Context: an optimization exercise on an open-source flow, tuned for small area. The choices shown serve that exercise and are no tape-out recipe. Function not checked in this run: the RTL went through the layout flow alone. Power is estimated from default activity; no workload was simulated.

<file path="flow/design.v">
module evman_alu_unit (
    input  wire        clk,
    input  wire        rst,
    input  wire [31:0] o,
    input  wire        trig,
    input  wire [4:0]  code,
    input  wire [31:0] t,
    input  wire        sat,
    output reg  [31:0] res,
    output reg         ov
);
    wire c_add  = code == 5'h01;
    wire c_sub  = code == 5'h02;
    wire c_and  = code == 5'h03;
    wire c_or   = code == 5'h04;
    wire c_xor  = code == 5'h05;
    wire c_andn = code == 5'h06;
    wire c_pass = code == 5'h07;
    wire c_neg  = code == 5'h08;
    wire c_abs  = code == 5'h09;
    wire c_not  = code == 5'h0A;
    wire c_shl  = code == 5'h0B;
    wire c_shr  = code == 5'h0C;
    wire c_sar  = code == 5'h0D;
    wire c_sls  = code == 5'h0E;
    wire c_rol  = code == 5'h0F;
    wire c_min  = code == 5'h10 || code == 5'h12;
    wire c_max  = code == 5'h11 || code == 5'h13;
    wire c_uns  = code == 5'h12 || code == 5'h13 || code == 5'h18 || code == 5'h19;
    wire c_eq   = code == 5'h14;
    wire c_ne   = code == 5'h15;
    wire c_lt   = code == 5'h16 || code == 5'h18;
    wire c_le   = code == 5'h17 || code == 5'h19;
    wire c_add2 = code == 5'h1A;
    wire c_sub2 = code == 5'h1B;
    wire c_neg2 = code == 5'h1C;
    wire c_clz  = code == 5'h1D;
    wire c_bsw  = code == 5'h1E;
    wire c_ext  = code == 5'h1F;
    wire c_cmp   = c_eq | c_ne | c_lt | c_le;
    wire c_pair  = c_add2 | c_sub2 | c_neg2;
    wire c_arith = c_add | c_sub | c_neg | c_abs | c_pair;
    wire use_o = ~(c_neg | c_abs | c_neg2);
    wire inv   = c_sub | c_neg | (c_abs & t[31]) | c_sub2 | c_neg2 | c_min | c_max | c_cmp;
    wire [31:0] a = o & {32{use_o}};
    wire [31:0] b = t ^ {32{inv}};
    wire ak = c_pair ? inv : 1'b1;
    wire bk = c_pair ? inv : 1'b0;
    wire [33:0] sum = {a[31], a[31:16], ak, a[15:0]} + {b[31], b[31:16], bk, b[15:0]} + {33'd0, inv};
    wire [31:0] s   = {sum[32:17], sum[15:0]};
    wire s32  = sum[33];
    wire lo17 = a[15] ^ b[15] ^ sum[16];
    wire ov32 = s32 ^ s[31];
    wire ovlo = lo17 ^ s[15];
    wire ar_ov = c_arith & ov32 | c_pair & ovlo;
    wire lt = s32 ^ (c_uns & (o[31] ^ t[31]));
    wire eq = ~|s;
    wire cmp_r = (c_eq & eq) | (c_ne & ~eq) | (c_lt & lt) | (c_le & (lt | eq));
    wire sel_o = c_min ? lt : ~lt;
    wire mm    = c_min | c_max;
    wire k00 = c_not;
    wire k01 = c_or | c_xor | c_pass | (mm & ~sel_o);
    wire k10 = c_or | c_xor | c_andn | c_not | (mm & sel_o);
    wire k11 = c_and | c_or | c_pass | mm;
    wire [31:0] lf = (o & t & {32{k11}}) | (o & ~t & {32{k10}}) |
                     (~o & t & {32{k01}}) | (~o & ~t & {32{k00}});
    wire [4:0] k = t[4:0];
    wire [4:0] p = t[12:8];
    wire t_big = |t[31:5];
    wire c_left  = c_shl | c_sls | c_rol;
    wire c_right = c_shr | c_sar;
    wire [4:0] ramt = c_ext ? p : k;
    wire [4:0] amt  = c_left ? k : (5'd0 - ramt);
    wire [31:0] r0 = amt[0] ? {o[30:0], o[31]} : o;
    wire [31:0] r1 = amt[1] ? {r0[29:0], r0[31:30]} : r0;
    wire [31:0] r2 = amt[2] ? {r1[27:0], r1[31:28]} : r1;
    wire [31:0] r3 = amt[3] ? {r2[23:0], r2[31:24]} : r2;
    wire [31:0] rot = amt[4] ? {r3[15:0], r3[31:16]} : r3;
    wire [5:0] kp = {1'b0, k} + {1'b0, p};
    wire [5:0] xr = 6'd32 - {1'b0, ramt};
    wire ext_full = t[5] | kp[5];
    reg  [5:0] x;
    always @(*) begin
        x = 6'd0;
        if (c_shl | c_sls) x = t_big ? 6'd32 : {1'b0, k};
        if (c_right)       x = t_big ? 6'd0 : xr;
        if (c_ext)         x = ext_full ? xr : {1'b0, k};
    end
    wire minv = c_left;
    reg [31:0] th;
    integer i;
    always @(*)
        for (i = 0; i < 32; i = i + 1)
            th[i] = i < x;
    wire [31:0] mask = th ^ {32{minv}};
    wire fill = c_sar & o[31];
    wire [31:0] sh = (rot & mask) | ({32{fill}} & ~mask);
    reg [30:0] top;
    always @(*)
        for (i = 0; i < 31; i = i + 1)
            top[i] = th[30 - i];
    wire mis = |((o[30:0] ^ {31{o[31]}}) & top);
    wire nz  = |o;
    wire sls_ov = c_sls & (mis | (t_big & nz));
    reg [5:0] clz_r;
    always @(*) begin
        clz_r = 6'd32;
        for (i = 0; i < 32; i = i + 1)
            if (t[i]) clz_r = 6'd31 - i[5:0];
    end
    wire [31:0] bsw = {t[7:0], t[15:8], t[23:16], t[31:24]};
    wire [31:0] nrm = (s & {32{c_arith}}) | lf | sh | (bsw & {32{c_bsw}}) |
                      {26'd0, clz_r & {6{c_clz}}} | {31'd0, cmp_r};
    wire f_hi = sat & ((c_arith & ov32) | sls_ov);
    wire f_lo = sat & (c_pair ? ovlo : (ar_ov | sls_ov));
    wire sgn  = c_sls ? o[31] : s32;
    wire lsg  = c_pair ? lo17 : sgn;
    wire [31:0] r = {f_hi ? {sgn, {15{~sgn}}} : nrm[31:16],
                     f_lo ? (c_pair ? {lsg, {15{~lsg}}} : {16{~sgn}}) : nrm[15:0]};
    wire r_ov = ar_ov | sls_ov;
    wire en = trig & (code != 5'd0);
    always @(posedge clk) begin
        if (rst) begin
            res <= 32'd0;
            ov  <= 1'b0;
        end else begin
            ov <= en & r_ov;
            if (en) res <= r;
        end
    end
endmodule
module evman_alu (
    input  wire        clk,
    input  wire        rst,
    input  wire [63:0] alu_o,
    input  wire [1:0]  trig,
    input  wire [9:0]  code,
    input  wire [63:0] t,
    input  wire [1:0]  sat,
    output wire [63:0] res,
    output wire [1:0]  ov
);
    genvar n;
    generate
        for (n = 0; n < 2; n = n + 1) begin : alu
            evman_alu_unit u_alu (
                .clk  (clk),
                .rst  (rst),
                .o    (alu_o[32*n +: 32]),
                .trig (trig[n]),
                .code (code[5*n +: 5]),
                .t    (t[32*n +: 32]),
                .sat  (sat[n]),
                .res  (res[32*n +: 32]),
                .ov   (ov[n])
            );
        end
    endgenerate
endmodule
</file>
<file path="flow/constraint.sdc">
create_clock -name core_clock -period 8.0 [get_ports {clk}]
set_input_delay 1.6000 -clock core_clock [delete_from_list [all_inputs] [get_ports {clk}]]
set_output_delay 1.6000 -clock core_clock [all_outputs]
set_load 0.01 [all_outputs]
</file>
<file path="flow/run.sh">
#!/bin/bash
# synth_recipe.tcl (not shown) runs the flow's synth.tcl, then flattens the netlist and writes it again
# the make line also repeats each setting of config.mk as NAME=value (left out here)
make -C /OpenROAD-flow-scripts/flow DESIGN_CONFIG=/design/flow/config.mk WORK_HOME=/design/flow/orfs CLKGATE_MAP_FILE= SYNTH_SCRIPT=/design/flow/synth_recipe.tcl finish
</file>
<file path="flow/config.mk">
export PLATFORM = sky130hd
export DESIGN_NAME = evman_alu
export DESIGN_NICKNAME = evman_alu
export VERILOG_FILES = /design/flow/design.v
export SDC_FILE = /design/flow/constraint.sdc
export NUM_CORES = 4
export LEC_CHECK = 0
export ABC_AREA = 1
export CAP_MARGIN = 20
export CORE_MARGIN = 2
export CORE_UTILIZATION = 25
export PLACE_DENSITY = 0.45
export SLEW_MARGIN = 20
</file>
==> run_results.csv <==
group,metric,value,unit
floorplan,start_util,25.2,%
worst_setup_path,cp_slowest_stage_delay,0.64,ns
synth,yosysTopAreaCellShare,18.6,%
clock_tree,post_cts_buffers,0,
clock_tree,hold_buffers,0,
power_and_ir_drop,leakage,10.7,nW
layout,nets,4122,
grt,grt_max_degree,66,
placed_design,gp_congestion,1.10,
routing,firstDrtPassIters,8,
routing,vias,27900,
clock_tree,ctsResizeCount,0,
synth,synth_area_leaders,"nand2_1 (19%), o21ai_0 (12%), xor2_1 (7.5%)",
placed_design,dpl.hpwl,109000,µm
power_and_ir_drop,clkPwrFrac,13.1,%
outcome,status,"timing/DRC/antenna clean",
timing,finClkSkew,0,ns
timing,worst_pin_slew,0.983,ns
layout,area_growth_syn_to_layout,18.8,%
timing,hold_viol_final,0,
floorplan,die_w,286,µm
timing,max_freq,0.138,GHz
synth,synth_edf_count,0,
layout,layout_commonest_cell,"nand2_1",
placed_design,portBuffers,209,
clock_tree,cts.sinks,66,
power_and_ir_drop,ir_drop,94.2,µV
power_and_ir_drop,comb_power_share,75.1,%
synth,avgSynthCellArea,5.28,µm²
floorplan,dieArea,81600,µm²
floorplan,io_pins,210,
placed_design,place_area,23200,µm²
power_and_ir_drop,total_power,3.58,mW
grt,grt_pass1_vias,26300,
timing,max_slew_margin,33.8,%
clock_tree,ctsRootBufferMaster,"clkbuf_16",
synth,async_reset_ff_share,0,%
clock_tree,clk_pin_slew,0.08,ns
clock_tree,tritoncts,"yes",
power_and_ir_drop,swShare,59.7,%
worst_setup_path,ff2ff_setup_slack,7.05,ns
timing,rsz0062_at_grt,"no",
routing,drtIter0Drc,3669,
worst_setup_path,cpMostUsedCell,"nand2_1",
clock_tree,worstSkewPairLatency,0.35,ns
grt,grt_pass1_wl,188000,µm
layout,diodes,0,
worst_setup_path,setup.worst_path.end_class,"flop",
synth,synthCells,3757,
timing,final_max_slew_viol_count,0,
synth,ys.warnings.count,1,
routing,via_per_inst,5.63,
synth,synth_seq_area_share,6.66,%
power_and_ir_drop,p_switching,2.13,mW
power_and_ir_drop,p_seq_share,11.8,%
worst_setup_path,required,8.29,ns
timing,timing.setup.tns,0,ns
floorplan,core_area,78700,µm²
grt,grt_antenna_before_repair,1,
min_path,hold_start,"alu[1].u_alu.res[31]$_SDFFE_PP0P_",
grt,track_usage,31.5,%
timing,fin_crit,7.24,ns
worst_setup_path,reg2reg_from,"alu[1].u_alu.res[0]$_SDFFE_PP0P_",
clock_tree,clock_path_buffers,2,
clock_tree,htreeDepth,3,
worst_setup_path,crit_fanout,31,
worst_setup_path,criticalPathCategory,"in2reg",
clock_tree,numCtsBuffers,9,
layout,layout_common_cells,"nand2_1 (982), o21ai_0 (489), nor2_1 (387)",
run,maxCapViolCount,0,
routing,drc,0,
worst_setup_path,arrival,7.54,ns
synth,ys_types,60,
worst_setup_path,worstSetupStartpointType,"input port",
layout,nFillCells,9223,
timing,fin_crit_sh,90.5,%
floorplan,row_count,103,
routing,ant_nets,0,
grt,overflow,0,
synth,ys_ff_latch,66,
worst_setup_path,cp_slowest_cell,"clkdlybuf4s50_1",
synth,yosysTopAreaCell,"nand2_1",
power_and_ir_drop,internal-power,1.44,mW
floorplan,die_height,286,µm
layout,final_area,23600,µm²
synth,synth.cell_area,19800,µm²
routing,routedWlPerCell,27.0,µm
worst_setup_path,cp-startpoint,"code[3]",
timing,setup-violations-final,0,
synth,synth_fp_nets,3985,
routing,routed_wl,134000,µm
power_and_ir_drop,power.density,152,nW/µm²
synth,synth_ff_type,"dfxtp_1",
layout,drive_gt1_share,5.13,%
min_path,worstHoldPathType,"reg2reg",
## path summary, 6_finish.rpt
path                                  endpoint  depth (start not counted)
min reg2reg  alu[1].u_alu.res[31]$_SDFFE_PP0P_                          2
max           alu[0].u_alu.res[8]$_SDFFE_PP0P_                         29
min          alu[1].u_alu.res[31]$_SDFFE_PP0P_                          2
max reg2reg   alu[1].u_alu.res[0]$_SDFFE_PP0P_                          2
## cell families (layout without fill, tap and decap cells)
family | Yosys count | in the layout | share of synthesized area [%]
flops | 66 | 66 | 6.66
mux | 13 | 13 | 0.656
simple gates | 1816 | 1816 | 38.5
xor+xnor | 199 | 199 | 8.79
buf+inv | 569 | 711 | 11.4
compound gates | 1010 | 1010 | 28.6
fa+ha+maj | 84 | 84 | 5.37
## worst max-delay path, delay by kind of cell
family / cells / cell delay [ns]
fa+ha+maj: 1 / 0.48
buf+inv: 4 / 1.30
simple gates: 13 / 1.73
xor+xnor: 1 / 0.21
compound gates: 10 / 2.16
## cell type report
| class | count | area [µm²] | share of cell area [%] |
|---|---|---|---|
| clock buffer | 9 | 225 | 0.956 |
| timing repair buffer | 297 | 2740 | 11.6 |
| multi-input combinational | 3122 | 16400 | 69.4 |
| sequential | 66 | 1320 | 5.61 |
| tap | 1050 | 1310 | 5.58 |
| clock inverter | 7 | 101 | 0.430 |
| inverter | 398 | 1500 | 6.35 |
## power groups by stage
stage | registers [mW] | clock network [mW] | logic (mW)
after floorplan | 0.408 | 0 | 1.53
after global placement | 0.428 | 0 | 2.62
after detailed placement | 0.427 | 0 | 2.59
after CTS | 0.420 | 0.471 | 2.61
after global routing | 0.421 | 0.483 | 2.87
final | 0.422 | 0.468 | 2.69
## routing by layer
layer	global-route usage, %	up-vias	routed length (µm)
met5	0	-	5
met4	20.7	2	10600
met3	5.00	442	11600
met2	50.6	1680	58700
met1	38.8	12900	52800
li1	-	12900	-
## synth_stat cells, types with 17 or more instances
| library cell | instances |
|---|---|
| nand2_2 | 17 |
| a211oi_1 | 25 |
| inv_1 | 364 |
| buf_2 | 22 |
| o21a_1 | 21 |
| o21ai_1 | 47 |
| inv_2 | 18 |
| nand4_1 | 55 |
| nor3_1 | 58 |
| o211ai_1 | 38 |
| nor4_1 | 19 |
| nand2_1 | 982 |
| dfxtp_1 | 66 |
| a21oi_1 | 238 |
| ha_1 | 82 |
| o21ai_0 | 490 |
| o22ai_1 | 17 |
| o2111ai_1 | 18 |
| clkbuf_1 | 119 |
| xor2_1 | 171 |
| a31oi_1 | 38 |
| nor2_1 | 389 |
| nand3_1 | 250 |
| xnor2_1 | 28 |
## sequential cells by signal, summed over array words and instances, names as in the netlist
signal	flops
alu.u_alu.ov	2
alu.u_alu.res	64
## stage by stage
stage | instances | utilization [%] | setup slack [ns] | hold WS (ns)
final | 4949 | 29.9 | 0.756 | 0.476
after floorplan | 3757 | - | 2.31 | 0.482
after global routing | 4949 | 29.9 | 0.165 | 0.505
after detailed placement | 4933 | 29.5 | 0.537 | 0.466
after global placement | 4933 | 29.5 | 0.519 | 0.467
after CTS | 4949 | 29.9 | 0.892 | 0.478

## static timing again, ports no longer ideal
In the flow no input, the clock included, has a driving cell. The finished layout below was timed again as built, in two steps.
Step 1 assumes that a clkbuf_16 drives the clock port and a buf_2 every other input.
Step 2 also shifts input and output timing later by t, the mid clock arrival at the registers, as if the neighbouring blocks saw the same clock.
Slacks: no drivers / after step 1 / after step 2; pairs: no drivers / after step 1.
shift t [ns]: 0.416
setup WS [ns]: 0.756 / 0.789 / 0.373
pins driven straight from the clock port: 1
After both steps setup and hold are still met in this run. For this run, drivers alone change the setup slack by +0.033 ns; drivers and shift together by -0.383 ns.
